From an optimization exercise on the open Yosys and OpenROAD flow, aimed at small area; shortcuts taken in it are not production practice.
RTL that was checked went through simulation tests only; none was proved equivalent to the original.
No functional check of the RTL was part of runs 1 to 4.

[design/flow/config.mk]
export PLATFORM = sky130hd
export DESIGN_NAME = filter_chan
export DESIGN_NICKNAME = filter_chan
export VERILOG_FILES = /design/flow/design.v
export SDC_FILE = /design/flow/constraint.sdc
export NUM_CORES = 4
export LEC_CHECK = 0
export ABC_AREA = 1
export CAP_MARGIN = 0
export CORE_MARGIN = 2
export CORE_UTILIZATION = 40
export CTS_BUF_LIST = sky130_fd_sc_hd__clkbuf_8
export CTS_CLUSTER_DIAMETER = 40
export CTS_CLUSTER_SIZE = 12
export SLEW_MARGIN = 0
[design/flow/constraint.sdc]
create_clock -name core_clock -period 25.0 [get_ports {clk}]
set_input_delay 5.0000 -clock core_clock [delete_from_list [all_inputs] [get_ports {clk}]]
set_output_delay 5.0000 -clock core_clock [all_outputs]
set_load 0.01 [all_outputs]
[design/flow/design.v]
module filter_chan_add #(parameter W = 8) (
    input  wire [W-1:0] x,
    input  wire [W-1:0] y,
    input  wire         ci,
    output wire [W-1:0] s
);
    wire [W:0] cy;
    assign cy[0] = ci;
    genvar i;
    generate
        for (i = 0; i < W; i = i + 1) begin : g
            assign s[i]    = x[i] ^ y[i] ^ cy[i];
            assign cy[i+1] = (x[i] & y[i]) | (x[i] & cy[i]) | (y[i] & cy[i]);
        end
    endgenerate
endmodule
module filter_chan_csa #(parameter W = 8) (
    input  wire [W-1:0] x,
    input  wire [W-1:0] y,
    input  wire [W-1:0] z,
    output wire [W-1:0] s,
    output wire [W-1:0] c
);
    wire [W-1:0] cc = (x & y) | (x & z) | (y & z);
    assign s = x ^ y ^ z;
    assign c = {cc[W-2:0], 1'b0};
endmodule
module filter_chan_mac (
    input  wire [8:0]  a,
    input  wire [32:0] b,
    input  wire [47:0] acc_in,
    input  wire [47:0] kin,
    output wire [47:0] sum
);
    localparam [47:0] SE = 48'hFAAC_0000_0000;    
    wire [10:0] ax = {a[8], a, 1'b0};             
    wire [35:0] bx = {b[32], b[32], b, 1'b0};     
    wire [4:0]  neg;
    wire [5*35-1:0] r;                           
    genvar k, j;
    generate
        for (k = 0; k < 5; k = k + 1) begin : bk
            wire t0 = ax[2*k];
            wire t1 = ax[2*k+1];
            wire t2 = ax[2*k+2];
            wire one = t1 ^ t0;
            wire two = (t2 & ~t1 & ~t0) | (~t2 & t1 & t0);
            assign neg[k] = t2;
            for (j = 0; j < 35; j = j + 1) begin : bj
                wire m = (one & bx[j+1]) | (two & bx[j]);
                if (j == 34)
                    assign r[35*k+j] = ~(m ^ t2);
                else
                    assign r[35*k+j] = m ^ t2;
            end
        end
    endgenerate
    wire [47:0] v1 = kin | SE | {39'd0, neg[4], 8'd0};
    wire [47:0] v2 = {13'd0, r[0 +: 35]};
    wire [47:0] v3 = {11'd0, r[35 +: 35], 1'b0, neg[0]};
    wire [47:0] v4 = {9'd0,  r[70 +: 35], 1'b0, neg[1], 2'd0};
    wire [47:0] v5 = {7'd0,  r[105 +: 35], 1'b0, neg[2], 4'd0};
    wire [47:0] v6 = {5'd0,  r[140 +: 35], 1'b0, neg[3], 6'd0};
    wire [47:0] s1, c1, s2, c2, s3, c3, s4, c4, s5, c5;
    filter_chan_csa #(48) u1 (.x(acc_in), .y(v1), .z(v2), .s(s1), .c(c1));
    filter_chan_csa #(48) u2 (.x(v3),     .y(v4), .z(v5), .s(s2), .c(c2));
    filter_chan_csa #(48) u3 (.x(s1),     .y(c1), .z(s2), .s(s3), .c(c3));
    filter_chan_csa #(48) u4 (.x(c2),     .y(v6), .z(s3), .s(s4), .c(c4));
    filter_chan_csa #(48) u5 (.x(c3),     .y(s4), .z(c4), .s(s5), .c(c5));
    filter_chan_add #(48) u6 (.x(s5), .y(c5), .ci(1'b0), .s(sum));
endmodule
module filter_chan (
    input  wire        clk,
    input  wire        rst,           
    input  wire [5:0]  cfg_dec,       
    input  wire [1:0]  cfg_ord,       
    input  wire [3:0]  cfg_taps,      
    input  wire        cfg_sat32,     
    input  wire        coef_we,       
    input  wire [3:0]  coef_addr,
    input  wire [15:0] coef_data,
    input  wire        start,         
    input  wire        stop,          
    input  wire        in_valid,      
    input  wire [31:0] in_data,
    output wire        out_valid,     
    output wire [31:0] out_data
);
    localparam [1:0] ST_STOP = 2'd0, ST_SETUP = 2'd1, ST_RUN = 2'd2;
    localparam [2:0] AI_ZERO = 3'd0,    
                     AI_ACC  = 3'd1,    
                     AI_SHL1 = 3'd2,    
                     AI_SHL8 = 3'd3,    
                     AI_SHR8 = 3'd5,    
                     AI_PSH  = 3'd6;    
    reg [1:0]  st;
    reg [5:0]  dm1;                     
    reg [1:0]  ord;                     
    reg [3:0]  ntaps;                   
    reg        sat32;
    reg [15:0] coef [0:15];
    reg [3:0]  ph;                      
    reg [16*33-1:0] hr;                 
    reg [8*28-1:0]  crl;                
    reg [8*28-1:0]  crh;                
    reg [27:0] c_lo;                    
    reg [27:0] c_hi;                    
    reg        ch_en, ch_rd, ch_one, ch_comb, ch_cy;    
    reg [32:0] vreg;                    
    reg [31:0] kq;                      
    reg        rho;                     
    reg [47:0] acc;
    reg [47:0] preg;                    
    reg [3:0]  s_new;                   
    reg [5:0]  scnt;                    
    reg [5:0]  dcnt;                    
    reg        cic_pend, cic_go, cic_due;
    reg        cic_fresh_i, cic_fresh_m;    
    reg        sk_on;
    reg [2:0]  skcnt;
    reg        c0_on, c0cnt;
    reg        fir_on, fir_pre;
    reg [4:0]  fcnt;
    reg        pre_req, ins_pend;
    reg        ovalid;
    wire run   = (st == ST_RUN);
    wire setup = (st == ST_SETUP);
    wire [2:0] ph3 = ph[2:0];
    wire [32:0] head    = hr[16*33-1 -: 33];
    wire [3:0]  idx     = s_new - ph;                        
    wire        ins_now = ins_pend & (idx == 4'd0);
    wire        hclr    = setup & (scnt >= 6'd40) & (scnt <= 6'd55);
    wire [32:0] h_tail  = (ins_now | hclr) ? vreg : head;
    wire [27:0] chead_l = crl[8*28-1 -: 28];
    wire [27:0] chead_h = crh[8*28-1 -: 28];
    wire [55:0] c       = {c_hi, c_lo};
    wire        cic_act = run & (cic_go | (cic_pend & (ph3 == 3'd0)));
    wire        is_comb = ph3[2];
    wire        c_en    = cic_act & (is_comb ? (cic_due & (ph3[1:0] <= ord)) : (ph3[1:0] <= ord));
    wire        c_rd    = c_en & ~(is_comb ? cic_fresh_m : cic_fresh_i);
    wire        c_one   = c_en & ~c_rd & is_comb;    
    wire        c_sub   = c_en & is_comb;
    wire [27:0] cl_opb  = (chead_l & {28{c_rd}}) | {28{c_one}};
    wire [28:0] cl_sum;
    filter_chan_add #(29) u_caddl (.x({1'b0, c_lo}), .y({1'b0, cl_opb}), .ci(c_sub), .s(cl_sum));
    wire [27:0] cl_tail = c_en ? (is_comb ? ~c_lo : cl_sum[27:0]) : chead_l;
    wire [27:0] ch_opb  = (chead_h & {28{ch_rd}}) | {28{ch_one}};
    wire [27:0] ch_sum;
    filter_chan_add #(28) u_caddh (.x(c_hi), .y(ch_opb), .ci(ch_cy), .s(ch_sum));
    wire [27:0] ch_tail = ch_en ? (ch_comb ? ~c_hi : ch_sum) : chead_h;
    wire        ld_x    = run & in_valid & (dm1 != 6'd0);
    wire [3:0]  cidx  = c0_on ? 4'd0 : (idx + {3'd0, fir_pre});
    wire [15:0] cval  = coef[cidx];
    wire        cok   = c0_on | ((cidx <= ntaps) & ~(fir_pre & (idx == 4'd15)));
    wire        cb_hi = c0_on ? ~c0cnt : ~fcnt[4];
    wire [8:0]  cbyte = ~cok ? 9'd0 : cb_hi ? {cval[15], cval[15:8]} : {1'b0, cval[7:0]};
    wire [7:0]  sbyte = c[skcnt*8 +: 8];
    reg  [8:0]  ma;
    reg         use_v;
    reg  [2:0]  ai;
    reg  [47:0] kc;
    always @* begin
        ma = 9'd0; use_v = 1'b1; ai = AI_ACC; kc = 48'd0;
        if (setup) begin
            ai = AI_ZERO;
            if (scnt == 6'd0) begin
                kc = 48'd1;                                     
            end else if (scnt <= 6'd4) begin
                ma = {2'b0, {1'b0, dm1} + 7'd1};                
            end else if (scnt <= 6'd38) begin
                if (scnt == 6'd5) begin                         
                    kc = 48'd1;
                    ma = 9'h1FF;
                end else begin                                  
                    ai = AI_SHL1;
                    ma = acc[47] ? 9'd1 : 9'h1FF;
                end
            end else if (scnt == 6'd56) begin
                kc = 48'd8192;                                  
            end
        end else if (sk_on) begin
            ma = {(skcnt == 3'd6) & sbyte[7], sbyte};
            ai = (skcnt == 3'd0) ? AI_ZERO : (skcnt <= 3'd4) ? AI_SHR8 : AI_ACC;
            kc = (skcnt == 3'd0) ? 48'h0000_8000_0000 : 48'd0;
        end else if (c0_on) begin
            ma = cbyte;
            ai = c0cnt ? AI_SHL8 : AI_PSH;
        end else if (fir_on) begin
            ma    = cbyte;
            use_v = ins_now;
            ai    = (fcnt == 5'd0) ? AI_ZERO : (fcnt == 5'd16) ? AI_SHL8 : AI_ACC;
            kc    = (fcnt == 5'd0) ? 48'd32 : 48'd0;
        end
    end
    wire [32:0] mb = use_v ? vreg : head;
    reg  [47:0] acc_in;
    always @* begin
        case (ai)
            AI_ACC:  acc_in = acc;
            AI_SHL1: acc_in = {acc[46:0], 1'b0};
            AI_SHL8: acc_in = {acc[39:0], preg[7:0] & {8{c0_on}}};
            AI_SHR8: acc_in = {8'd0, acc[47:8]};
            AI_PSH:  acc_in = {8'd0, preg[47:8]};
            default: acc_in = 48'd0;
        endcase
    end
    wire [47:0] sum;
    filter_chan_mac u_mac (.a(ma), .b(mb), .acc_in(acc_in), .kin(kc), .sum(sum));
    wire [32:0] kinc;
    filter_chan_add #(33) u_kinc (.x({1'b0, kq}), .y(33'd0), .ci(rho), .s(kinc));
    wire signed [33:0] y = acc[47:14];
    wire [31:0] y_sat16 = y[33] ? 32'd0 : (|y[32:16]) ? 32'd65535 : {16'd0, y[15:0]};
    wire [31:0] y_sat32 = (y[33:31] == 3'b000 || y[33:31] == 3'b111) ? y[31:0] :
                          y[33] ? 32'h8000_0000 : 32'h7FFF_FFFF;
    assign out_valid = ovalid;
    assign out_data  = sat32 ? y_sat32 : y_sat16;
    always @(posedge clk) begin
        if (coef_we && (st == ST_STOP))
            coef[coef_addr] <= coef_data;
    end
    always @(posedge clk) begin
        hr  <= {hr[15*33-1:0], h_tail};
        crl <= {crl[7*28-1:0], cl_tail};
        crh <= {crh[7*28-1:0], ch_tail};
        c_lo <= ld_x ? in_data[27:0] : cl_sum[27:0];
        c_hi <= ld_x ? {{24{in_data[31]}}, in_data[31:28]} : ch_sum;
        ch_en   <= c_en;
        ch_rd   <= c_rd;
        ch_one  <= c_one;
        ch_comb <= is_comb;
        ch_cy   <= cl_sum[28];
        acc <= sum;
        ph  <= rst ? 4'd0 : ph + 4'd1;
    end
    always @(posedge clk) begin
        ovalid <= 1'b0;
        if (rst || stop) begin
            st <= ST_STOP;
        end else begin
            case (st)
                ST_STOP: if (start) begin
                    dm1      <= cfg_dec;
                    ord      <= cfg_ord;
                    ntaps    <= cfg_taps;
                    sat32    <= cfg_sat32;
                    s_new    <= 4'd0;
                    dcnt     <= 6'd0;
                    scnt     <= 6'd0;
                    cic_pend <= 1'b0;
                    cic_go   <= 1'b0;
                    cic_fresh_i <= 1'b1;
                    cic_fresh_m <= 1'b1;
                    sk_on    <= 1'b0;
                    c0_on    <= 1'b0;
                    fir_on   <= 1'b0;
                    pre_req  <= 1'b0;
                    ins_pend <= 1'b0;
                    st       <= ST_SETUP;
                end
                ST_SETUP: begin
                    scnt <= scnt + 6'd1;
                    if (scnt == 6'd0 || (scnt <= 6'd4 && scnt[1:0] - 2'd1 <= ord) ||
                        scnt == 6'd39)
                        vreg <= sum[32:0];                      
                    if (scnt >= 6'd5 && scnt <= 6'd37)
                        kq <= {kq[30:0], ~sum[47]};
                    if (scnt == 6'd38)
                        rho <= ~sum[47];
                    if (scnt == 6'd56) begin
                        preg <= sum;                            
                        st   <= ST_RUN;
                    end
                end
                ST_RUN: begin
                    if (in_valid) begin
                        if (dm1 == 6'd0) begin
                            vreg     <= {in_data[31], in_data};
                            s_new    <= s_new + 4'd1;
                            ins_pend <= 1'b1;
                            fir_on   <= 1'b1;
                            fir_pre  <= 1'b0;
                            fcnt     <= 5'd0;
                        end else begin
                            vreg     <= kinc;
                            cic_pend <= 1'b1;
                            cic_due  <= (dcnt == dm1);
                            if (dcnt == dm1) begin
                                dcnt  <= 6'd0;
                                s_new <= s_new + 4'd1;
                            end else
                                dcnt  <= dcnt + 6'd1;
                        end
                    end
                    if (cic_pend && ph3 == 3'd0) begin
                        cic_pend <= 1'b0;
                        cic_go   <= 1'b1;
                    end
                    if (cic_go && ph3 == 3'd7) begin
                        cic_go <= 1'b0;
                        cic_fresh_i <= 1'b0;
                        if (cic_due)
                            cic_fresh_m <= 1'b0;
                        if (cic_due) begin
                            sk_on <= 1'b1;
                            skcnt <= 3'd0;
                        end
                    end
                    if (ins_now)
                        ins_pend <= 1'b0;
                    if (sk_on) begin
                        skcnt <= skcnt + 3'd1;
                        if (skcnt == 3'd4 || skcnt == 3'd5)
                            vreg <= {vreg[24:0], 8'd0};         
                        if (skcnt == 3'd6) begin
                            sk_on    <= 1'b0;
                            vreg     <= sum[32:0];              
                            ins_pend <= 1'b1;
                            c0_on    <= 1'b1;
                            c0cnt    <= 1'b0;
                        end
                    end
                    if (c0_on) begin
                        c0cnt <= 1'b1;
                        if (c0cnt) begin
                            c0_on   <= 1'b0;
                            ovalid  <= 1'b1;
                            pre_req <= 1'b1;
                        end
                    end
                    if (fir_on) begin
                        fcnt <= fcnt + 5'd1;
                        if (fcnt == 5'd31) begin
                            fir_on <= 1'b0;
                            if (fir_pre)
                                preg   <= sum;
                            else
                                ovalid <= 1'b1;
                        end
                    end
                    if (pre_req && !ins_pend && !fir_on && !sk_on && !c0_on) begin
                        pre_req <= 1'b0;
                        fir_on  <= 1'b1;
                        fir_pre <= 1'b1;
                        fcnt    <= 5'd0;
                    end
                end
                default: st <= ST_STOP;
            endcase
        end
    end
endmodule
[design/flow/flow/run.sh]
#!/bin/bash
# The standard layout (the standard.sh, ORFS from synthesis to finish),
# with two changes in what the flow is asked for:
#  - clock tree: clkbuf_8 buffers, sink clusters of 12, no dummy loads;
#  - port buffers: the smallest buffer cell (every port is still buffered).
# Each tool's full output is in the ORFS logs; make's output is in standard.log.
set -euo pipefail
export CTS_ARGS="-sink_clustering_enable -repair_clock_nets -sink_clustering_size 12 -sink_clustering_max_diameter 40 -buf_list sky130_fd_sc_hd__clkbuf_8 -dont_use_dummy_load"
export BUFFER_PORTS_ARGS="-buffer_cell sky130_fd_sc_hd__buf_1"
bash standard.sh > standard.log 2>&1
[design/flow/standard.sh]
#!/bin/bash
# synth_recipe.tcl (not shown) runs the flow's synth.tcl, then flattens the netlist and writes it again
# the make line also repeats each setting of config.mk as NAME=value (left out here)
make -C /OpenROAD-flow-scripts/flow DESIGN_CONFIG=/design/flow/config.mk WORK_HOME=/design/flow/orfs CLKGATE_MAP_FILE= SYNTH_SCRIPT=/design/flow/synth_recipe.tcl "${@:-finish}"
==> results of run 1 <==
registers in the layout (all words and copies together), names as in the netlist, 32 cells and up:
signal  flops
acc        48
coef      256
crh       224
crl       224
hr        528
kq         32
preg       48
vreg       33
through the flow:
step	instances	util, %	hold slack [ns]	setup WS (ns)	setup TNS (ns)
after CTS	7350	43.7	0.270	0.545	0
final	7361	43.8	0.265	1.07	0
after floorplan	5305	-	0.310	1.86	0
after detailed placement	7160	41.8	0.312	0.638	0
after global routing	7361	43.8	0.274	-0.0112	-0.0112
after global placement	7160	41.8	0.310	0.829	0
layer usage:
layer,routed length (µm),vias up
met5,77,-
met4,4940,12
met3,11800,299
met2,64100,1501
met1,64500,18186
li1,-,17612
logic make-up (layout without fill, tap and decap cells):
kind of cell / after synthesis / count (layout)
AO/OA/AOI/OAI: 776 / 776
XOR/XNOR: 15 / 15
adder cells (fa/ha/maj): 366 / 366
buffers and inverters: 783 / 947
flip-flops: 1511 / 1511
multiplexers: 1 / 1
other: 0 / 2
AND/OR/NAND/NOR: 1853 / 1853
worst max-delay path: cells and delay by family (launching register included):
kind,cells,cell delay (ns)
buf+inv,14,1.20
xor+xnor,4,0.65
simple gates,8,1.20
compound gates,3,0.50
flops,1,0.42
fa+ha+maj,49,19.64
what timing repair did:
action / 4_1_cts / 5_1_grt
gates resized for setup: 0 / 17
buffers inserted: 0 / 8
setup endpoints to repair: 0 / 4
cells in the final DEF (no fill, tap or decap), types with 5 or more instances in the layout:
| cell type | count |
|---|---|
| nand2_1 | 1183 |
| dfxtp_1 | 1092 |
| inv_1 | 522 |
| edfxtp_1 | 419 |
| nand3_1 | 407 |
| o21ai_0 | 335 |
| fa_1 | 242 |
| clkbuf_8 | 190 |
| nor2_1 | 183 |
| a21oi_1 | 146 |
| ha_1 | 123 |
| buf_1 | 103 |
| buf_4 | 100 |
| o211ai_1 | 45 |
| o21ai_1 | 45 |
| o21ai_2 | 34 |
| o22a_1 | 27 |
| o221ai_1 | 25 |
| a221oi_1 | 22 |
| a22oi_1 | 21 |
| o22ai_1 | 21 |
| o2111ai_1 | 15 |
| inv_2 | 14 |
| nor3_1 | 13 |
| nand2_2 | 12 |
| nand4_1 | 12 |
| nand2_4 | 8 |
| nor2_2 | 8 |
| xor2_1 | 8 |
| a22o_1 | 7 |
| nor4_1 | 7 |
| nand3_2 | 6 |
| xnor2_1 | 6 |
| nor2_4 | 5 |
layout make-up:
class                      count  area (µm²)  share of cell area, %
inverter                     547        2080                   3.37
multi-input combinational   3011       19000                   30.8
clock buffer                 190        2620                   4.23
tap                         1890        2360                   3.83
timing repair inverter         1        8.76                 0.0142
sequential                  1511       34400                   55.7
timing repair buffer         209        1230                   1.99
antenna                        2        5.00                0.00810
final timing paths:
| kind | start | endpoint | cells after the start | slack, ns |
|---|---|---|---|---|
| min | hr[224] | hr[257] | 0 | 0.27 |
| max reg2reg | s_new[0] | preg[47] | 78 | 1.07 |
| min reg2reg | hr[224] | hr[257] | 0 | 0.27 |
| max | s_new[0] | preg[47] | 78 | 1.07 |
==> results.tsv, run 1 <==
metric	value	unit
maxSlewHeadroom	24.3	%
synth_top_area_share	38.6	%
fin_area	61800	µm²
grt_use_met2	30.5	%
synth_fa_ha_area_share	11.3	%
tritoncts	built	
place_area	59000	µm²
period_share	95.7	%
synthSimpleGateAreaFrac	13.6	%
hold_class	flip-flop to flip-flop	
cts_buffers	190	
clk_latency	0.91	ns
die_x	380	µm
cts-root-buf	clkbuf_8	
max_freq	0.0418	GHz
grt_util_met1	28.1	%
grt_usage	20.1	%
htree_num_levels	4	
area_growth	8.99	%
synthXorXnorAreaFrac	0.232	%
portBuffers	103	
synth.avg_cell_area	10.7	µm²
nets	5908	
cts_sinks	1511	
synth-main-ff-cell	dfxtp_1	
synth_edf_count	419	
setup.worst_path.start_class	flip-flop	
wl_per_cell	19.7	µm
start_util	40.2	%
routed_wl	145000	µm
drv_cap	0	
synthMuxAreaShare	0.0177	%
worstPathMaxFanout	20	
postSynthCellCount	5305	
drive_gt1_share	7.39	%
synth_top_family_by_area	simple AND/OR/NAND/NOR gates	
core	141000	µm²
die_area	145000	µm²
synth_compound_area_share	8.24	%
ys_seq_elements	1511	
tightest_slew	1.13	ns
period_minus_slack	23.93	ns
postSynthNetCount	5742	
endpoint_kind	flip-flop	
yosys_warnings	1	
gr-max-usage-layer	met2	
status	complete, no violations	
synth_area_leaders	dfxtp_1 (39%), edfxtp_1 (22%), fa_1 (8.6%)	
cpPeakStageDelay	0.58	ns
synth_commonest_cells	nand2_1 (1,184), dfxtp_1 (1,092), inv_1 (523)	
slowest_stage	fa_2	
ys_seq_area_share	60.8	%
antenna_found_initial	13	
die_h	380	µm
synth.distinct_cells	59	
gr-usage-met3	4.20	%
rows	138	
overflow	0	
synth_area	56700	µm²
drv_slew	0	
setup_viol	0	
grt_pass1_wl	221000	µm
first_global_vias	36085	
path_clk_slew	0.08	ns
fillers	13343	
hold_buffers	0	
grt_max_degree	115	
clk_path_buf_depth	3	
cp.arrival	24.52	ns
ant_nets	0	
hold_violations	0	
crit_top_cell	fa_1	
hpwl	98900	µm
vias	37610	
pin_count	104	
critical_path_class	flip-flop to flip-flop	
drc	0	
drt_iter0_drc	3986	
dr.pass1.iters	6	
gp_congestion	0.944	
synth_most_common_cell	nand2_1	
synth_top_cell_by_area	dfxtp_1	
required	25.59	ns
via_per_inst	5.11	
finalClockSkew	0.111	ns
async_flop_share	0	%
==> run 2: changes to the inputs <==
--- a/design/flow/config.mk
+++ b/design/flow/config.mk
@@ -8,7 +8,7 @@
 export ABC_AREA = 1
 export CAP_MARGIN = 0
 export CORE_MARGIN = 2
-export CORE_UTILIZATION = 40
+export CORE_UTILIZATION = 60
 export CTS_BUF_LIST = sky130_fd_sc_hd__clkbuf_8
 export CTS_CLUSTER_DIAMETER = 40
 export CTS_CLUSTER_SIZE = 12
==> run 2 against run 1 <==
Still clean on timing, DRC and antenna; maximum frequency decreased by 0.33%; worst setup slack got worse by 0.079 ns; critical path depth increased by 3; worst hold slack got worse by 0.013 ns; cell count decreased by 9.1%; sequential cell count unchanged; final area decreased by 1.9%; global-route usage increased by 8.6 points; sequential share of layout area increased by 1.1 points; critical endpoint unchanged.
==> results.tsv, run 2 <==
metric	value	unit	change
critical_path_class	flip-flop to flip-flop		
routed_wl	138000	µm	-5.1%
postSynthCellCount	5305		unchanged
synth_top_cell_by_area	dfxtp_1		
area_growth	6.95	%	
maxSlewHeadroom	14.8	%	-9.6 points
hold_start	hr[316]		
cts_buffers	168		-12%
clk_latency	0.86	ns	-0.05 ns
synth-main-ff-cell	dfxtp_1		
grt_max_degree	84		-27%
r2r-end	preg[47]		
max_freq	0.0417	GHz	-0.33%
synth_area_leaders	dfxtp_1 (39%), edfxtp_1 (22%), fa_1 (8.6%)		
period_share	96.0	%	+0.31 points
tightest_slew	1.27	ns	+0.138 ns
die_area	97000	µm²	-33%
pin_count	104		unchanged
tritoncts	built		
path_clk_slew	0.07	ns	about the same
place_area	58200	µm²	-1.4%
endpoint_kind	flip-flop		
setup_viol	0		unchanged
grt_usage	28.6	%	+8.6 points
core	93500	µm²	-34%
overflow	0		unchanged
drc	0		unchanged
async_flop_share	0	%	unchanged
layout_common_cells	nand2_1 (1,183), dfxtp_1 (1,092), inv_1 (522)		
hold_violations	0		unchanged
r2r_setup_slack	0.99	ns	-0.08 ns
fillers	7584		-43%
hpwl	95100	µm	-3.9%
largest_reg_flops	528		unchanged
finalClockSkew	0.0918	ns	-0.0192 ns
setup.worst_path.start_class	flip-flop		
drv_slew	0		unchanged
slowest_stage	fa_1		
status	complete, no violations		
hold_class	flip-flop to flip-flop		
min_to	hr[349]		
holdPathStages	0		unchanged
cp.arrival	24.57	ns	+0.05 ns
ys_seq_area_share	60.8	%	unchanged
synth_top_area_share	38.6	%	unchanged
dr.pass1.iters	6		unchanged
yosys_warnings	1		unchanged
wl_per_cell	20.6	µm	+4.4%
die_h	311	µm	-18%
portBuffers	103		unchanged
grt_pass1_wl	211000	µm	-4.5%
required	25.56	ns	-0.03 ns
nets	5873		-0.59%
worstPathMaxFanout	27		+35%
top_register	hr		
drive_gt1_share	6.81	%	-0.58 points
r2r-start	s_new[0]		
synth.avg_cell_area	10.7	µm²	unchanged
rows	112		-19%
start_util	60.6	%	+20 points
synth_most_common_cell	nand2_1		
first_global_vias	35227		-2.4%
cts-root-buf	clkbuf_8		
antenna_found_initial	9		-4
multiInputGateArea	19100	µm²	about the same
clk_path_buf_depth	3		unchanged
period_minus_slack	24.01	ns	+0.0786 ns
mostFrequentLayoutCell	nand2_1		
drt_iter0_drc	3912		-1.9%
synth_area	56700	µm²	unchanged
fin_area	60600	µm²	-1.9%
reg2reg_depth	81		+3.8%
cpPeakStageDelay	0.63	ns	+0.05 ns
synth.distinct_cells	59		unchanged
ant_nets	0		unchanged
ys_seq_elements	1511		unchanged
cts_sinks	1511		unchanged
gp_congestion	0.920		-2.6%
synth_commonest_cells	nand2_1 (1,184), dfxtp_1 (1,092), inv_1 (523)		
crit_top_cell	fa_1		
reg.largest.list	hr (528), coef (256)		
vias	37192		-1.1%
synth_edf_count	419		unchanged
via_per_inst	5.56		+8.7%
htree_num_levels	4		unchanged
register_area	34400	µm²	unchanged
drv_cap	0		unchanged
die_x	311	µm	-18%
postSynthNetCount	5742		unchanged
==> run 2: cell count changes in the layout (fill, tap and decap cells not counted), sizes merged <==
cell    before  now
buf        209  197
clkbuf     190  168
clkinv       6    5
diode        2    6
==> run 2: per-layer routing <==
layer,part of all wire [%],vias to the layer above,global-route usage [%]
li1,-,17542,-
met1,45,17815,43.2
met2,42,1573,41.2
met3,9.7,260,6.06
met4,2.7,2,9.16
met5,0.0094,-,0
==> run 2: logic make-up (layout without fill, tap and decap cells) <==
group           Yosys count  count (layout)  synth area share, %
fa+ha+maj               366             366                 11.3
flops                  1511            1511                 60.8
compound gates          776             776                 8.24
simple gates           1853            1853                 13.6
xor+xnor                 15              15                0.232
other cells               0               6                    0
mux                       1               1               0.0177
buf+inv                 783             912                 5.81
==> run 2: metrics by stage <==
step	cells	hold slack (ns)	utilization [%]	setup TNS [ns]	worst slack, ns
finish	6694	0.253	64.9	0	0.993
detailed placement	6518	0.312	62.3	0	0.531
global placement	6518	0.310	62.3	0	0.740
global route	6690	0.250	64.9	-0.0379	-0.0379
CTS	6686	0.245	64.7	0	0.465
floorplan	5305	0.310	-	0	1.86
==> run 2: worst max-delay path by stage <==
stage / slack, ns / endpoint / cells past startpoint / from
3_5_place_dp: 0.53 / preg[47] / 79 / s_new[0]
6_report: 0.99 / preg[47] / 81 / s_new[0]
2_1_floorplan: 1.86 / preg[47] / 87 / ph[2]
3_3_place_gp: 0.74 / preg[47] / 82 / s_new[0]
5_1_grt: -0.04 / preg[47] / 87 / s_new[0]
4_1_cts: 0.46 / preg[47] / 82 / s_new[0]
==> run 2: layout make-up <==
type / instances / share of cell area, %
diodes: 6 / 0.0248
inverters: 547 / 3.42
flip-flops and latches: 1511 / 56.8
repair buffers: 197 / 1.91
well taps: 1254 / 2.59
multi-input cells: 3011 / 31.4
clock buffers: 168 / 3.81
==> run 2: timing repair <==
action                                  in CTS  in global routing
buffers inserted                             0                  2
hold buffers                                 0                  0
hold endpoints to repair                     0                  0
endpoints found under the setup margin       0                  4
resized for setup                            0                 21
==> run 2: critical path, delay by kind of cell, from the launching register on <==
kind,cells,cell delay (ns)
fa+ha+maj,49,19.70
buf+inv,15,1.35
simple gates,11,1.21
compound gates,3,0.53
xor+xnor,3,0.49
flops,1,0.43
==> run 3: changes to the inputs <==
==> design/flow/flow/run.sh (replaced) <==
#!/bin/bash
# The standard layout (the standard.sh, ORFS from synthesis to finish),
# with two changes in what the flow is asked for:
#  - clock tree: clkbuf_8 buffers, sink clusters of 12, no dummy loads;
#  - port buffers: the smallest buffer cell (every port is still buffered).
# Each tool's full output is in the ORFS logs; make's output is in standard.log.
set -euo pipefail
export CTS_ARGS="-sink_clustering_enable -repair_clock_nets -sink_clustering_size 8 -sink_clustering_max_diameter 30 -buf_list {sky130_fd_sc_hd__clkbuf_4 sky130_fd_sc_hd__clkbuf_8} -dont_use_dummy_load"
export BUFFER_PORTS_ARGS="-buffer_cell sky130_fd_sc_hd__buf_1"
bash standard.sh > standard.log 2>&1
--- a/design/flow/config.mk
+++ b/design/flow/config.mk
@@ -8,7 +8,7 @@
 export ABC_AREA = 1
 export CAP_MARGIN = 0
 export CORE_MARGIN = 2
-export CORE_UTILIZATION = 60
+export CORE_UTILIZATION = 40
 export CTS_BUF_LIST = sky130_fd_sc_hd__clkbuf_8
 export CTS_CLUSTER_DIAMETER = 40
 export CTS_CLUSTER_SIZE = 12
==> run 3 against run 2 <==
Critical path depth is 3 lower; via count is 2.7% higher; clock-buffer cell count is 134 higher; non-clock buffer count is 10 higher; utilization is 20 points lower; cell count is 12% higher; routed wire length is 6.4% higher; final area is 4.4% higher; first-iteration DRC count is 2.7% lower; worst setup slack better by 0.19 ns.
==> results.tsv, run 3 <==
metric	value	unit	change
routed_wl	147000	µm	+6.4%
slowest_stage	fa_2		
period_minus_slack	23.82	ns	-0.189 ns
required	25.69	ns	+0.13 ns
top_register	hr		
fin_area	63300	µm²	+4.4%
start_util	40.2	%	-20 points
drv_slew	0		unchanged
placed_cells_incl_taps	7160		+9.8%
nets	6018		+2.5%
overflow	0		unchanged
dr.pass1.iters	6		unchanged
htree_num_levels	5		+1
area_growth	11.7	%	
rsz0062_at_grt	false		
cts_buffers	302		+80%
rows	138		+23%
synth_area_leaders	dfxtp_1 (39%), edfxtp_1 (22%), fa_1 (8.6%)		
finalSetupTns	0	ns	unchanged
ant_nets	0		unchanged
maxSlewHeadroom	22.3	%	+7.5 points
cpPeakStageDelay	0.58	ns	-0.05 ns
cp.arrival	24.50	ns	-0.07 ns
synth_edf_count	419		unchanged
largest_reg_flops	528		unchanged
hpwl	98900	µm	+4.0%
drv_cap	0		unchanged
first_global_vias	37262		+5.8%
hold_violations	0		unchanged
portBuffers	103		unchanged
period_share	95.3	%	-0.75 points
die_x	380	µm	+22%
hold_buffers	0		unchanged
die_area	145000	µm²	+49%
clk_path_buf_depth	4		+1
setup.worst_path.start_class	flip-flop		
setup_viol	0		unchanged
drc	0		unchanged
grt_usage	20.3	%	-8.3 points
synth_most_common_cell	nand2_1		
reg.largest.list	hr (528), coef (256)		
synth.avg_cell_area	10.7	µm²	unchanged
worstPathMaxFanout	20		-26%
async_flop_share	0	%	unchanged
fin_util	44.9	%	-20 points
pre_cts_ws	0.638	ns	+0.108 ns
clk_latency	0.99	ns	+0.13 ns
postSynthCellCount	5305		unchanged
synth_top_area_share	38.6	%	unchanged
cts-root-buf	clkbuf_8		
fin_ws	1.18	ns	+0.189 ns
synth_area	56700	µm²	unchanged
postSynthNetCount	5742		unchanged
via_per_inst	5.11		-8.0%
max_freq	0.0420	GHz	+0.79%
hold_class	flip-flop to flip-flop		
layout_common_cells	nand2_1 (1,183), dfxtp_1 (1,092), inv_1 (522)		
finalClockSkew	0.112	ns	+0.0199 ns
cts_sinks	1511		unchanged
tightest_slew	1.16	ns	-0.108 ns
drt_iter0_drc	3808		-2.7%
vias	38179		+2.7%
synth_top_cell_by_area	dfxtp_1		
core	141000	µm²	+51%
synth_commonest_cells	nand2_1 (1,184), dfxtp_1 (1,092), inv_1 (523)		
fin_hold_ws	0.264	ns	+0.0110 ns
final_cells	7472		+12%
wl_per_cell	19.6	µm	-4.7%
pin_count	104		unchanged
synth-main-ff-cell	dfxtp_1		
critical_path_class	flip-flop to flip-flop		
path_buf_inv	14		-1
grt_pass1_wl	224000	µm	+6.1%
die_h	380	µm	+22%
endpoint_kind	flip-flop		
place_area	59000	µm²	+1.4%
grt_max_degree	115		+37%
crit_family	adder cells		
drive_gt1_share	9.20	%	+2.4 points
crit_top_cell	fa_1		
status	complete, no violations		
tritoncts	built		
antenna_found_initial	15		+6
ys_seq_elements	1511		unchanged
mostFrequentLayoutCell	nand2_1		
yosys_warnings	1		unchanged
synth.distinct_cells	59		unchanged
gp_congestion	0.944		+2.7%
fillers	13205		+74%
path_clk_slew	0.06	ns	about the same
ys_seq_area_share	60.8	%	unchanged
run 3: cells by family after synthesis:
family          Yosys count  synth area share [%]
buf+inv                 783                  5.81
compound gates          776                  8.24
fa+ha+maj               366                  11.3
mux                       1                0.0177
simple gates           1853                  13.6
flops                  1511                  60.8
xor+xnor                 15                 0.232
run 3: cell type report:
| class | count | area (µm²) | share of cell area [%] |
|---|---|---|---|
| antenna | 3 | 7.51 | 0.0119 |
| tap | 1890 | 2360 | 3.74 |
| timing repair inverter | 1 | 8.76 | 0.0138 |
| inverter | 547 | 2080 | 3.29 |
| sequential | 1511 | 34400 | 54.4 |
| multi-input combinational | 3011 | 19000 | 30.1 |
| clock buffer | 302 | 4160 | 6.57 |
| timing repair buffer | 207 | 1210 | 1.91 |
run 3: final timing paths:
kind                  from        to  slack, ns  depth (start not counted)
setup / recovery  s_new[0]  preg[47]       1.18                         78
hold / removal     hr[281]   hr[314]       0.26                          0
setup reg to reg  s_new[0]  preg[47]       1.18                         78
hold reg to reg    hr[281]   hr[314]       0.26                          0
run 3: repair_timing:
item | in CTS | in global routing
setup endpoints to repair | 0 | 4
buffers inserted | 0 | 6
resized for setup | 0 | 14
run 3: worst reg2reg max path: cells and delay by family, from the launching register on:
family	cells	cell delay, ns
AOI/OAI and AO/OA	3	0.50
xor gates and xnor gates	4	0.65
adders and majority gates	49	19.62
buffers and inverters	14	1.16
DFF	1	0.43
and+or+nand+nor	8	1.19
run 3: metal layers:
metal / routed length [µm] / vias to the layer above / track usage, %
met3: 11900 / 332 / 4.45
li1: - / 17823 / -
met2: 64600 / 1596 / 30.5
met5: 70 / - / 0
met4: 5730 / 12 / 9.35
met1: 64500 / 18416 / 27.9
==> run 4: changes to the inputs <==
==> design/flow/flow/run.sh (replaced) <==
#!/bin/bash
# The standard layout (the standard.sh, ORFS from synthesis to finish),
# with two changes in what the flow is asked for:
#  - clock tree: clkbuf_8 buffers, sink clusters of 12, no dummy loads;
#  - port buffers: the smallest buffer cell (every port is still buffered).
# Each tool's full output is in the ORFS logs; make's output is in standard.log.
set -euo pipefail
export CTS_ARGS="-sink_clustering_enable -repair_clock_nets -sink_clustering_size 18 -sink_clustering_max_diameter 50 -buf_list sky130_fd_sc_hd__clkbuf_8 -dont_use_dummy_load"
export BUFFER_PORTS_ARGS="-buffer_cell sky130_fd_sc_hd__buf_1"
bash standard.sh > standard.log 2>&1
==> run 4 against run 3 <==
Critical endpoint unchanged; largest cell class unchanged; die area stayed put; still clean; final area is 3.7% lower; worst hold slack worse by 0.025 ns.
==> results.tsv, run 4 <==
metric	value	unit	change
status	complete, no violations		
finalClockSkew	0.131	ns	+0.0195 ns
drive_gt1_share	6.39	%	-2.8 points
via_per_inst	5.08		-0.52%
endpoint_kind	flip-flop		
area_growth	7.59	%	
die_area	145000	µm²	unchanged
gr-usage-met3	4.17	%	-0.28 points
clk_path_buf_depth	3		-1
mostFrequentLayoutCell	nand2_1		
synth_edf_count	419		unchanged
async_flop_share	0	%	unchanged
antenna_found_initial	13		-2
maxSlewHeadroom	24.5	%	+2.3 points
first_global_vias	35510		-4.7%
ant_nets	0		unchanged
rows	138		unchanged
reg2reg_depth	78		unchanged
clk_latency	0.92	ns	-0.07 ns
nets	5850		-2.8%
synth_most_common_cell	nand2_1		
cp.arrival	24.55	ns	+0.05 ns
top_register	hr		
core	141000	µm²	unchanged
drv_cap	0		unchanged
largest_reg_flops	528		unchanged
synth_compound_area_share	8.24	%	unchanged
synth_top_area_share	38.6	%	unchanged
synthXorXnorAreaFrac	0.232	%	unchanged
cts_buffers	132		-56%
hpwl	98900	µm	unchanged
synth_top_cell_by_area	dfxtp_1		
cpPeakStageDelay	0.58	ns	about the same
vias	37127		-2.8%
fin_hold_ws	0.239	ns	-0.0253 ns
crit_top_cell	fa_1		
synth_fa_ha_area_share	11.3	%	unchanged
setup.worst_path.start_class	flip-flop		
hold_class	flip-flop to flip-flop		
period_share	95.9	%	+0.61 points
synth_area_leaders	dfxtp_1 (39%), edfxtp_1 (22%), fa_1 (8.6%)		
postSynthCellCount	5305		unchanged
cts_sinks	1511		unchanged
yosys_warnings	1		unchanged
required	25.58	ns	-0.11 ns
synth_top_family_by_area	simple AND/OR/NAND/NOR gates		
period_minus_slack	23.97	ns	+0.153 ns
max_freq	0.0417	GHz	-0.64%
grt_max_degree	115		unchanged
reg.largest.list	hr (528), coef (256)		
drc	0		unchanged
hold_violations	0		unchanged
cts-root-buf	clkbuf_8		
gp_congestion	0.944		unchanged
setup_viol	0		unchanged
drv_slew	0		unchanged
hold_buffers	0		unchanged
pin_count	104		unchanged
path_clk_slew	0.09	ns	+0.03 ns
overflow	0		unchanged
postSynthNetCount	5742		unchanged
start_util	40.2	%	unchanged
drt_iter0_drc	3859		+1.3%
ys_seq_elements	1511		unchanged
synth.avg_cell_area	10.7	µm²	unchanged
critical_path_class	flip-flop to flip-flop		
grt_util_met1	28.0	%	+0.088 points
finalSetupTns	0	ns	unchanged
synthMuxAreaShare	0.0177	%	unchanged
htree_num_levels	4		-1
tritoncts	built		
grt_pass1_wl	219000	µm	-2.3%
die_h	380	µm	unchanged
synth_commonest_cells	nand2_1 (1,184), dfxtp_1 (1,092), inv_1 (523)		
synthSimpleGateAreaFrac	13.6	%	unchanged
grt_use_met2	30.4	%	-0.081 points
slowest_stage	fa_2		
tightest_slew	1.13	ns	-0.0288 ns
layout_common_cells	nand2_1 (1,183), dfxtp_1 (1,092), inv_1 (522)		
grt_usage	19.9	%	-0.40 points
synth.distinct_cells	59		unchanged
rsz0062_at_grt	false		
ys_seq_area_share	60.8	%	unchanged
die_x	380	µm	unchanged
holdPathStages	0		unchanged
worstPathMaxFanout	20		unchanged
wl_per_cell	19.8	µm	+0.59%
synth-main-ff-cell	dfxtp_1		
routed_wl	144000	µm	-1.7%
synth_area	56700	µm²	unchanged
portBuffers	103		unchanged
gr-max-usage-layer	met2		
dr.pass1.iters	6		unchanged
run 4: cell counts after synthesis:
Identical to the previous run, type by type.
run 4: repair_timing:
action                                  4_1_cts  5_1_grt
buffers inserted                              0        8
endpoints found under the hold margin         0        0
endpoints found under the setup margin        0        4
gates resized for setup                       0       17
run 4: worst max-delay path: cells and delay by family (launching register included):
family / cells / cell delay [ns]
xor gates and xnor gates: 4 / 0.65
and+or+nand+nor: 8 / 1.21
DFF: 1 / 0.42
buffers and inverters: 14 / 1.21
AOI/OAI and AO/OA: 3 / 0.51
adders and majority gates: 49 / 19.67
run 4: layout make-up:
cell class / count / area [µm²]
fill: 13393 / 80100
sequential: 1511 / 34400
multi-input combinational: 3011 / 19000
tap: 1890 / 2360
inverter: 547 / 2080
clock buffer: 132 / 1820
timing repair buffer: 209 / 1230
timing repair inverter: 1 / 8.76
antenna: 3 / 7.51
run 4: cell families (layout without fill, tap and decap cells):
kind of cell | count (synthesis) | count (layout)
muxes | 1 | 1
other | 0 | 3
adders and majority gates | 366 | 366
DFF | 1511 | 1511
AOI/OAI and AO/OA | 776 | 776
and+or+nand+nor | 1853 | 1853
xor gates and xnor gates | 15 | 15
buffers and inverters | 783 | 889
run 4: per-stage QoR:
stage               worst slack, ns  cells  util (%)  cell area, µm²
floorplan                      1.86   5305         -           56700
CTS                           0.547   7292      43.1           60800
global route                0.00491   7304      43.2           61000
global placement              0.829   7160      41.8           59000
detailed placement            0.638   7160      41.8           59000
finish                         1.03   7304      43.2           61000
run 4: path summary, 6_finish.rpt:
| path | slack, ns | start | end |
|---|---|---|---|
| max | 1.03 | s_new[0] | preg[47] |
| min reg2reg | 0.24 | hr[412] | hr[445] |
| max reg2reg | 1.03 | s_new[0] | preg[47] |
| min | 0.24 | hr[412] | hr[445] |
run 4: metal layers:
metal  part of all wire (%)  vias up
met3                    7.9      256
met4                    3.2       12
li1                       -    17488
met5                  0.051        -
met1                     45    17894
met2                     44     1477
==> run 5: changes to the inputs <==
--- a/design/flow/design.v
+++ b/design/flow/design.v
@@ -93,6 +93,11 @@
                      AI_SHL8 = 3'd3,    
                      AI_SHR8 = 3'd5,    
                      AI_PSH  = 3'd6;    
+    localparam [5:0] SU_POW  = 6'd1,    
+                     SU_DIV  = 6'd7,    
+                     SU_ZERO = 6'd40,   
+                     SU_CLR  = 6'd41,   
+                     SU_END  = 6'd57;
     reg [1:0]  st;
     reg [5:0]  dm1;                     
     reg [1:0]  ord;                     
@@ -106,9 +111,7 @@
     reg [27:0] c_lo;                    
     reg [27:0] c_hi;                    
     reg        ch_en, ch_rd, ch_one, ch_comb, ch_cy;    
-    reg [32:0] vreg;                    
-    reg [31:0] kq;                      
-    reg        rho;                     
+    reg [39:0] kr;                      
     reg [47:0] acc;
     reg [47:0] preg;                    
     reg [3:0]  s_new;                   
@@ -126,14 +129,15 @@
     wire run   = (st == ST_RUN);
     wire setup = (st == ST_SETUP);
     wire [2:0] ph3 = ph[2:0];
+    wire [55:0] c  = {c_hi, c_lo};
+    wire [32:0] cv = c[32:0];           
     wire [32:0] head    = hr[16*33-1 -: 33];
     wire [3:0]  idx     = s_new - ph;                        
     wire        ins_now = ins_pend & (idx == 4'd0);
-    wire        hclr    = setup & (scnt >= 6'd40) & (scnt <= 6'd55);
-    wire [32:0] h_tail  = (ins_now | hclr) ? vreg : head;
+    wire        hclr    = setup & (scnt >= SU_CLR) & (scnt < SU_END);
+    wire [32:0] h_tail  = (ins_now | hclr) ? cv : head;
     wire [27:0] chead_l = crl[8*28-1 -: 28];
     wire [27:0] chead_h = crh[8*28-1 -: 28];
-    wire [55:0] c       = {c_hi, c_lo};
     wire        cic_act = run & (cic_go | (cic_pend & (ph3 == 3'd0)));
     wire        is_comb = ph3[2];
     wire        c_en    = cic_act & (is_comb ? (cic_due & (ph3[1:0] <= ord)) : (ph3[1:0] <= ord));
@@ -148,56 +152,64 @@
     wire [27:0] ch_sum;
     filter_chan_add #(28) u_caddh (.x(c_hi), .y(ch_opb), .ci(ch_cy), .s(ch_sum));
     wire [27:0] ch_tail = ch_en ? (ch_comb ? ~c_hi : ch_sum) : chead_h;
-    wire        ld_x    = run & in_valid & (dm1 != 6'd0);
+    wire        ld_x    = run & in_valid;
     wire [3:0]  cidx  = c0_on ? 4'd0 : (idx + {3'd0, fir_pre});
     wire [15:0] cval  = coef[cidx];
     wire        cok   = c0_on | ((cidx <= ntaps) & ~(fir_pre & (idx == 4'd15)));
     wire        cb_hi = c0_on ? ~c0cnt : ~fcnt[4];
     wire [8:0]  cbyte = ~cok ? 9'd0 : cb_hi ? {cval[15], cval[15:8]} : {1'b0, cval[7:0]};
     wire [7:0]  sbyte = c[skcnt*8 +: 8];
+    wire [5:0]  djx   = SU_DIV + 6'd33 - scnt;               
+    wire        dbit  = c[djx];                              
     reg  [8:0]  ma;
-    reg         use_v;
+    reg  [1:0]  bsel;                   
     reg  [2:0]  ai;
     reg  [47:0] kc;
+    reg         ld_s;                   
     always @* begin
-        ma = 9'd0; use_v = 1'b1; ai = AI_ACC; kc = 48'd0;
+        ma = 9'd0; bsel = 2'd1; ai = AI_ACC; kc = 48'd0; ld_s = 1'b0;
         if (setup) begin
             ai = AI_ZERO;
             if (scnt == 6'd0) begin
-                kc = 48'd1;                                     
-            end else if (scnt <= 6'd4) begin
-                ma = {2'b0, {1'b0, dm1} + 7'd1};                
-            end else if (scnt <= 6'd38) begin
-                if (scnt == 6'd5) begin                         
-                    kc = 48'd1;
-                    ma = 9'h1FF;
-                end else begin                                  
-                    ai = AI_SHL1;
-                    ma = acc[47] ? 9'd1 : 9'h1FF;
-                end
-            end else if (scnt == 6'd56) begin
+                kc   = 48'd1;                                   
+                ld_s = 1'b1;
+            end else if (scnt < SU_POW + 6'd4) begin
+                ma   = {2'b0, {1'b0, dm1} + 7'd1};              
+                ld_s = (scnt[1:0] - 2'd1 <= ord);
+            end else if (scnt == SU_DIV) begin                  
+                kc = 48'd1;
+                ma = 9'h1FF;
+            end else if (scnt > SU_DIV && scnt < SU_DIV + 6'd33) begin
+                ai = AI_SHL1;                                   
+                ma = acc[47] ? 9'd1 : 9'h1FF;
+            end else if (scnt == SU_ZERO) begin
+                ld_s = 1'b1;                                    
+            end else if (scnt == SU_END) begin
                 kc = 48'd8192;                                  
             end
         end else if (sk_on) begin
-            ma = {(skcnt == 3'd6) & sbyte[7], sbyte};
-            ai = (skcnt == 3'd0) ? AI_ZERO : (skcnt <= 3'd4) ? AI_SHR8 : AI_ACC;
-            kc = (skcnt == 3'd0) ? 48'h0000_8000_0000 : 48'd0;
+            ma   = {(skcnt == 3'd6) & sbyte[7], sbyte};
+            bsel = 2'd2;
+            ai   = (skcnt == 3'd0) ? AI_ZERO : (skcnt <= 3'd4) ? AI_SHR8 : AI_ACC;
+            kc   = (skcnt == 3'd0) ? 48'h0000_8000_0000 : 48'd0;
+            ld_s = (skcnt == 3'd6);                             
         end else if (c0_on) begin
             ma = cbyte;
             ai = c0cnt ? AI_SHL8 : AI_PSH;
         end else if (fir_on) begin
-            ma    = cbyte;
-            use_v = ins_now;
-            ai    = (fcnt == 5'd0) ? AI_ZERO : (fcnt == 5'd16) ? AI_SHL8 : AI_ACC;
-            kc    = (fcnt == 5'd0) ? 48'd32 : 48'd0;
+            ma   = cbyte;
+            bsel = {1'b0, ins_now};
+            ai   = (fcnt == 5'd0) ? AI_ZERO : (fcnt == 5'd16) ? AI_SHL8 : AI_ACC;
+            kc   = (fcnt == 5'd0) ? 48'd32 : 48'd0;
         end
     end
-    wire [32:0] mb = use_v ? vreg : head;
+    wire [32:0] kb = {kr[32:8], kr[7:0] & {8{~(sk_on & (skcnt == 3'd6))}}};
+    wire [32:0] mb = (bsel == 2'd0) ? head : (bsel == 2'd1) ? cv : kb;
     reg  [47:0] acc_in;
     always @* begin
         case (ai)
             AI_ACC:  acc_in = acc;
-            AI_SHL1: acc_in = {acc[46:0], 1'b0};
+            AI_SHL1: acc_in = {acc[46:0], dbit};
             AI_SHL8: acc_in = {acc[39:0], preg[7:0] & {8{c0_on}}};
             AI_SHR8: acc_in = {8'd0, acc[47:8]};
             AI_PSH:  acc_in = {8'd0, preg[47:8]};
@@ -206,8 +218,6 @@
     end
     wire [47:0] sum;
     filter_chan_mac u_mac (.a(ma), .b(mb), .acc_in(acc_in), .kin(kc), .sum(sum));
-    wire [32:0] kinc;
-    filter_chan_add #(33) u_kinc (.x({1'b0, kq}), .y(33'd0), .ci(rho), .s(kinc));
     wire signed [33:0] y = acc[47:14];
     wire [31:0] y_sat16 = y[33] ? 32'd0 : (|y[32:16]) ? 32'd65535 : {16'd0, y[15:0]};
     wire [31:0] y_sat32 = (y[33:31] == 3'b000 || y[33:31] == 3'b111) ? y[31:0] :
@@ -218,19 +228,26 @@
         if (coef_we && (st == ST_STOP))
             coef[coef_addr] <= coef_data;
     end
+    wire kr_sh  = setup & (scnt < SU_DIV + 6'd33);              
+    wire kr_rot = (sk_on & (skcnt >= 3'd4)) | c0_on;           
     always @(posedge clk) begin
-        hr  <= {hr[15*33-1:0], h_tail};
-        crl <= {crl[7*28-1:0], cl_tail};
-        crh <= {crh[7*28-1:0], ch_tail};
-        c_lo <= ld_x ? in_data[27:0] : cl_sum[27:0];
-        c_hi <= ld_x ? {{24{in_data[31]}}, in_data[31:28]} : ch_sum;
+        hr   <= {hr[15*33-1:0], h_tail};
+        crl  <= {crl[7*28-1:0], cl_tail};
+        crh  <= {crh[7*28-1:0], ch_tail};
+        c_lo <= ld_x ? in_data[27:0] : ld_s ? sum[27:0] : cl_sum[27:0];
+        c_hi <= ld_x ? {{24{in_data[31]}}, in_data[31:28]} :
+                ld_s ? {ch_sum[27:5], sum[32:28]} : ch_sum;
         ch_en   <= c_en;
         ch_rd   <= c_rd;
         ch_one  <= c_one;
         ch_comb <= is_comb;
         ch_cy   <= cl_sum[28];
-        acc <= sum;
-        ph  <= rst ? 4'd0 : ph + 4'd1;
+        acc  <= sum;
+        ph   <= rst ? 4'd0 : ph + 4'd1;
+        if (kr_sh)
+            kr <= {kr[38:0], (scnt >= SU_DIV) & ~sum[47]};
+        else if (kr_rot)
+            kr <= {kr[31:0], kr[39:32]};
     end
     always @(posedge clk) begin
         ovalid <= 1'b0;
@@ -259,14 +276,7 @@
                 end
                 ST_SETUP: begin
                     scnt <= scnt + 6'd1;
-                    if (scnt == 6'd0 || (scnt <= 6'd4 && scnt[1:0] - 2'd1 <= ord) ||
-                        scnt == 6'd39)
-                        vreg <= sum[32:0];                      
-                    if (scnt >= 6'd5 && scnt <= 6'd37)
-                        kq <= {kq[30:0], ~sum[47]};
-                    if (scnt == 6'd38)
-                        rho <= ~sum[47];
-                    if (scnt == 6'd56) begin
+                    if (scnt == SU_END) begin
                         preg <= sum;                            
                         st   <= ST_RUN;
                     end
@@ -274,14 +284,12 @@
                 ST_RUN: begin
                     if (in_valid) begin
                         if (dm1 == 6'd0) begin
-                            vreg     <= {in_data[31], in_data};
                             s_new    <= s_new + 4'd1;
                             ins_pend <= 1'b1;
                             fir_on   <= 1'b1;
                             fir_pre  <= 1'b0;
                             fcnt     <= 5'd0;
                         end else begin
-                            vreg     <= kinc;
                             cic_pend <= 1'b1;
                             cic_due  <= (dcnt == dm1);
                             if (dcnt == dm1) begin
@@ -309,11 +317,8 @@
                         ins_pend <= 1'b0;
                     if (sk_on) begin
                         skcnt <= skcnt + 3'd1;
-                        if (skcnt == 3'd4 || skcnt == 3'd5)
-                            vreg <= {vreg[24:0], 8'd0};         
                         if (skcnt == 3'd6) begin
                             sk_on    <= 1'b0;
-                            vreg     <= sum[32:0];              
                             ins_pend <= 1'b1;
                             c0_on    <= 1'b1;
                             c0cnt    <= 1'b0;
--- a/design/flow/flow/run.sh
+++ b/design/flow/flow/run.sh
@@ -1,7 +1,7 @@
 #!/bin/bash
 # The standard layout (the standard.sh, ORFS from synthesis to finish),
 # with two changes in what the flow is asked for:
-#  - clock tree: clkbuf_8 buffers, sink clusters of 12, no dummy loads;
+#  - clock tree: clkbuf_8 buffers, sink clusters of 18, no dummy loads;
 #  - port buffers: the smallest buffer cell (every port is still buffered).
 # Each tool's full output is in the ORFS logs; make's output is in standard.log.
 set -euo pipefail
--- a/design/flow/config.mk
+++ b/design/flow/config.mk
@@ -8,8 +8,9 @@
 export ABC_AREA = 1
 export CAP_MARGIN = 0
 export CORE_MARGIN = 2
-export CORE_UTILIZATION = 40
+export CORE_UTILIZATION = 60
 export CTS_BUF_LIST = sky130_fd_sc_hd__clkbuf_8
-export CTS_CLUSTER_DIAMETER = 40
-export CTS_CLUSTER_SIZE = 12
+export CTS_CLUSTER_DIAMETER = 50
+export CTS_CLUSTER_SIZE = 18
+export GPL_TIMING_DRIVEN = 0
 export SLEW_MARGIN = 0
==> run 5 against run 4 <==
Worst hold slack lost 0.0084 ns; final area shrank 1.7%; routed wire length grew 8.8%; non-clock buffer count grew 178; register-to-register slack lost 0.08 ns; critical path type unchanged.
==> results.tsv, run 5 <==
metric	value	unit	change
setup.worst_path.start_class	flip-flop		
status	complete, no violations		
holdPathStages	0		unchanged
htree_num_levels	3		-1
drc	0		unchanged
clk_path_buf_depth	3		unchanged
synth-main-ff-cell	dfxtp_1		
required	25.47	ns	-0.11 ns
die_x	308	µm	-19%
yosys_warnings	1		unchanged
setup_viol	0		unchanged
ys_seq_elements	1485		-1.7%
synthXorXnorAreaFrac	0.740	%	+0.51 points
endpoint_kind	flip-flop		
synth_commonest_cells	nand2_1 (1,138), dfxtp_1 (1,092), inv_1 (517)		
synth_fa_ha_area_share	10.7	%	-0.59 points
layout_common_cells	nand2_1 (1,133), dfxtp_1 (1,090), inv_1 (515)		
grt_usage	33.3	%	+13 points
start_util	60.6	%	+20 points
routed_wl	157000	µm	+8.8%
pre_cts_ws	-1.89	ns	-2.53 ns
period_share	96.2	%	+0.30 points
clk_latency	0.86	ns	-0.06 ns
hpwl	120000	µm	+21%
hold_violations	0		unchanged
grt_max_degree	32		-72%
pin_count	104		unchanged
synth.distinct_cells	58		-1.7%
synthMuxAreaShare	0.0180	%	+0.00034 points
rows	111		-20%
tightest_slew	1.40	ns	+0.268 ns
wl_per_cell	23.0	µm	+16%
placed_cells_incl_taps	6698		-6.5%
drv_slew	0		unchanged
ant_nets	0		unchanged
synth_top_family_by_area	simple AND/OR/NAND/NOR gates		
synth_compound_area_share	8.43	%	+0.19 points
cpPeakStageDelay	0.55	ns	-0.03 ns
cp.arrival	24.52	ns	-0.03 ns
synth.avg_cell_area	10.4	µm²	-2.2%
die_area	95100	µm²	-34%
dr.pass1.iters	7		+1
postSynthCellCount	5324		+0.36%
slowest_stage	fa_1		
drive_gt1_share	7.00	%	+0.61 points
finalSetupTns	0	ns	unchanged
synth_edf_count	393		-6.2%
synthSimpleGateAreaFrac	13.7	%	+0.057 points
area_growth	7.85	%	
maxSlewHeadroom	6.45	%	-18 points
portBuffers	103		unchanged
cts_sinks	1485		-1.7%
async_flop_share	0	%	unchanged
vias	38480		+3.6%
synth_most_common_cell	nand2_1		
reg.largest.list	hr (528), coef (256)		
antenna_found_initial	8		-5
cts-root-buf	clkbuf_8		
final_cells	6831		-6.5%
largest_reg_flops	528		unchanged
reg2reg_depth	93		+19%
cts_buffers	116		-12%
fin_util	65.3	%	+22 points
drv_cap	0		unchanged
via_per_inst	5.63		+11%
ys_seq_area_share	60.5	%	-0.23 points
synth_area_leaders	dfxtp_1 (39%), edfxtp_1 (21%), fa_1 (8.7%)		
fillers	7349		-45%
postSynthNetCount	5725		-0.30%
synth_top_area_share	39.3	%	+0.75 points
path_clk_slew	0.10	ns	about the same
period_minus_slack	24.05	ns	+0.0756 ns
max_freq	0.0416	GHz	-0.31%
core	91800	µm²	-35%
finalClockSkew	0.144	ns	+0.0127 ns
mostFrequentLayoutCell	nand2_1		
fin_ws	0.954	ns	-0.0756 ns
rsz0062_at_grt	false		
hold_class	flip-flop to flip-flop		
grt_pass1_wl	231000	µm	+5.6%
first_global_vias	36925		+4.0%
critical_path_class	flip-flop to flip-flop		
overflow	0		unchanged
drt_iter0_drc	4063		+5.3%
nets	5988		+2.4%
synth_top_cell_by_area	dfxtp_1		
tritoncts	built		
synth_area	55600	µm²	-1.9%
die_h	308	µm	-19%
top_register	hr		
worstPathMaxFanout	10		-50%
gp_congestion	1.01		+6.5%
crit_top_cell	fa_1		
## run 5: cells by family after synthesis
group / after synthesis
compound gates: 831
xor+xnor: 47
flops: 1485
buf+inv: 796
fa+ha+maj: 330
mux: 1
simple gates: 1834
## run 5: area by class of cell
type | count | area (µm²) | share of cell area, %
tap | 1243 | 1560 | 2.59
inverter | 554 | 2090 | 3.48
clock buffer | 116 | 1600 | 2.66
sequential | 1485 | 33700 | 56.1
antenna | 3 | 7.51 | 0.0125
timing repair buffer | 147 | 936 | 1.56
buffer | 240 | 1250 | 2.09
multi-input combinational | 3043 | 18900 | 31.5
## run 5: through the flow
stage | hold slack (ns) | instance area [µm²]
2_1_floorplan | 0.310 | 55600
3_3_place_gp | 0.310 | 57600
3_5_place_dp | 0.312 | 58000
4_1_cts | 0.232 | 59800
5_1_grt | 0.255 | 60000
6_report | 0.230 | 60000
## run 5: worst max-delay path: cells and delay by family (launching register included)
family,cells,cell delay [ns]
AOI/OAI and AO/OA,3,0.34
xor gates and xnor gates,2,0.33
adders and majority gates,47,18.16
buffers and inverters,27,2.56
DFF,1,0.36
and+or+nand+nor,14,1.89
## run 5: what timing repair did
item	in CTS	in global routing
gates resized for setup	22	39
setup buffers	7	9
hold buffers	0	0
pin swaps	3	6
setup endpoints to repair	13	8
## run 5: path summary, 6_finish.rpt
kind / from / endpoint / slack, ns
worst max-delay path: ph[2] / preg[47] / 0.95
worst min-delay path: hr[386] / hr[419] / 0.23
worst max register to register: ph[2] / preg[47] / 0.95
worst min register to register: hr[386] / hr[419] / 0.23
## run 5: layer usage
metal	vias up	wire (µm)	GRT usage, %
li1	17814	-	-
met1	18398	62700	43.5
met2	1822	70300	51.9
met3	440	13900	7.26
met4	6	10100	18.5
met5	-	60	0
==> run 6: changes to the inputs <==
--- a/design/flow/config.mk
+++ b/design/flow/config.mk
@@ -12,5 +12,4 @@
 export CTS_BUF_LIST = sky130_fd_sc_hd__clkbuf_8
 export CTS_CLUSTER_DIAMETER = 50
 export CTS_CLUSTER_SIZE = 18
-export GPL_TIMING_DRIVEN = 0
 export SLEW_MARGIN = 0
==> run 6 against run 5 <==
Critical endpoint is now kr[0]; worst hold slack gained 0.052 ns; cell count shrank 2.6%; synthesized cell count is the same; synthesized area is the same; register-to-register slack gained 0.25 ns; via count shrank 4.0%; sequential cell count is the same.
==> results.tsv, run 6 <==
metric	value	unit	change
cpPeakStageDelay	0.56	ns	about the same
hold_violations	0		unchanged
hpwl	101000	µm	-16%
postSynthCellCount	5324		unchanged
max_freq	0.0420	GHz	+1.0%
crit_family	adder cells		
hold_buffers	0		unchanged
portBuffers	103		unchanged
endpoint_kind	flip-flop		
die_area	95100	µm²	unchanged
cts_buffers	116		unchanged
crit_top_cell	fa_1		
ant_nets	0		unchanged
period_minus_slack	23.80	ns	-0.246 ns
layout_common_cells	nand2_1 (1,134), dfxtp_1 (1,092), inv_1 (517)		
core	91800	µm²	unchanged
via_per_inst	5.55		-1.4%
dr.pass1.iters	6		-1
clk_latency	0.83	ns	-0.03 ns
synth-main-ff-cell	dfxtp_1		
htree_num_levels	3		unchanged
synth_commonest_cells	nand2_1 (1,138), dfxtp_1 (1,092), inv_1 (517)		
grt_pass1_wl	214000	µm	-7.3%
area_growth	5.88	%	
synth.distinct_cells	58		unchanged
routed_wl	143000	µm	-9.1%
top_register	hr		
finalSetupTns	0	ns	unchanged
maxSlewHeadroom	23.7	%	+17 points
critical_path_class	flip-flop to flip-flop		
nets	5809		-3.0%
r2r-end	kr[0]		
setup.worst_path.start_class	flip-flop		
gp_congestion	0.952		-5.3%
ys_seq_elements	1485		unchanged
die_h	308	µm	unchanged
tightest_slew	1.14	ns	-0.253 ns
path_depth	90		-3.2%
postSynthNetCount	5725		unchanged
r2r_setup_slack	1.20	ns	+0.25 ns
die_x	308	µm	unchanged
r2r-start	s_new[0]		
slowest_stage	fa_1		
drc	0		unchanged
rows	111		unchanged
grt_max_degree	124		+290%
reg2reg_depth	90		-3.2%
start_util	60.6	%	unchanged
cts_resized	0		-100%
period_share	95.2	%	-0.98 points
worstPathMaxFanout	14		+4
path_clk_slew	0.11	ns	about the same
synth_area_leaders	dfxtp_1 (39%), edfxtp_1 (21%), fa_1 (8.7%)		
synth_most_common_cell	nand2_1		
hold_class	flip-flop to flip-flop		
finalClockSkew	0.146	ns	+0.00189 ns
path_buf_inv	19		-30%
ys_seq_area_share	60.5	%	unchanged
async_flop_share	0	%	unchanged
required	25.51	ns	+0.04 ns
overflow	0		unchanged
setup_viol	0		unchanged
synth_area	55600	µm²	unchanged
drv_slew	0		unchanged
cp.arrival	24.31	ns	-0.21 ns
wl_per_cell	21.5	µm	-6.7%
largest_reg_flops	528		unchanged
synth.avg_cell_area	10.4	µm²	unchanged
first_global_vias	34825		-5.7%
grt_usage	30.3	%	-3.0 points
status	complete, no violations		
clk_path_buf_depth	3		unchanged
drive_gt1_share	5.64	%	-1.4 points
tritoncts	built		
rsz0062_at_grt	false		
vias	36949		-4.0%
synth_top_cell_by_area	dfxtp_1		
cts_sinks	1485		unchanged
reg.largest.list	hr (528), coef (256)		
holdPathStages	0		unchanged
cts_setup_buffers	0		-7
yosys_warnings	1		unchanged
synth_top_area_share	39.3	%	unchanged
drv_cap	0		unchanged
antenna_found_initial	8		unchanged
pin_count	104		unchanged
drt_iter0_drc	3858		-5.0%
hold_start	crl[34]		
cts-root-buf	clkbuf_8		
min_to	crl[62]		
synth_edf_count	393		unchanged
mostFrequentLayoutCell	nand2_1		
[run 6: cell types whose count changed in the layout (fill, tap and decap cells not counted), sizes merged]
cell / before / now
clkbuf: 229 / 116
buf: 274 / 208
diode: 3 / 5
clkinvlp: 1 / 0
inv: 552 / 553
[run 6: cell families after synthesis]
logic type | synth area share, %
AO/OA/AOI/OAI | 8.43
XOR/XNOR | 0.740
adder cells (fa/ha/maj) | 10.7
buffers and inverters | 5.88
flip-flops | 60.5
multiplexers | 0.0180
AND/OR/NAND/NOR | 13.7
[run 6: through the flow]
| stage | setup WS [ns] | util [%] | hold WS [ns] | area [µm²] | std cells |
|---|---|---|---|---|---|
| after global placement | 1.25 | 62.4 | 0.309 | 57300 | 6533 |
| after CTS | 0.970 | 64.1 | 0.279 | 58900 | 6649 |
| after floorplan | 1.89 | - | 0.310 | 55600 | 5324 |
| after global routing | 0.0281 | 64.1 | 0.280 | 58900 | 6651 |
| after detailed placement | 1.13 | 62.4 | 0.312 | 57300 | 6533 |
| final | 1.20 | 64.1 | 0.282 | 58900 | 6654 |
[run 6: worst max path at each step]
stage / startpoint / endpoint / slack (ns)
finish: s_new[0] / kr[0] / 1.20
floorplan: ph[2] / kr[0] / 1.89
global placement: s_new[0] / kr[0] / 1.25
detailed placement: s_new[0] / kr[0] / 1.13
CTS: s_new[0] / kr[0] / 0.97
global route: s_new[0] / kr[0] / 0.03
[run 6: area by class of cell]
cell class,count,area [µm²]
sequential,1485,33700
fill,7442,32900
antenna,5,12.5
clock buffer,116,1600
multi-input combinational,3043,18700
inverter,554,2090
timing repair buffer,208,1230
tap,1243,1560
[run 6: routing by layer]
metal	GRT usage (%)	routed length, µm	up-vias
met1	41.9	60500	17652
met4	16.8	8930	10
li1	-	-	17440
met3	5.17	11000	350
met2	45.7	62300	1497
met5	0.465	109	-

## what the ideal ports hide
How much do the figures lean on ideal ports? The routed layouts below were timed once more, with nothing changed but the port constraints.
Step 1 assumes that a clkbuf_16 drives the clock port and a buf_2 every other input.
Step 2 also shifts input and output timing later by t, the mid clock arrival at the registers, as if the neighbouring blocks saw the same clock.
Slacks: ideal / step 1 / step 2; pairs: ideal / step 1.
run | shift t [ns] | setup slack, ns | hold WS [ns] | slew at the worst register clock pin (ns)
run 1 | 0.932 | 1.072 / 1.072 / 1.072 | 0.265 / 0.265 / 0.265 | 0.08 / 0.08
run 2 | 0.887 | 0.993 / 0.993 / 0.993 | 0.253 / 0.253 / 0.253 | 0.08 / 0.08
run 3 | 1.002 | 1.182 / 1.182 / 1.182 | 0.264 / 0.264 / 0.264 | 0.07 / 0.07
run 4 | 0.927 | 1.029 / 1.029 / 1.029 | 0.239 / 0.239 / 0.239 | 0.11 / 0.11
run 5 | 0.855 | 0.954 / 0.954 / 0.954 | 0.230 / 0.230 / 0.230 | 0.11 / 0.11
run 6 | 0.826 | 1.200 / 1.200 / 1.200 | 0.282 / 0.282 / 0.282 | 0.11 / 0.11
After both steps setup and hold are still met in every run listed.
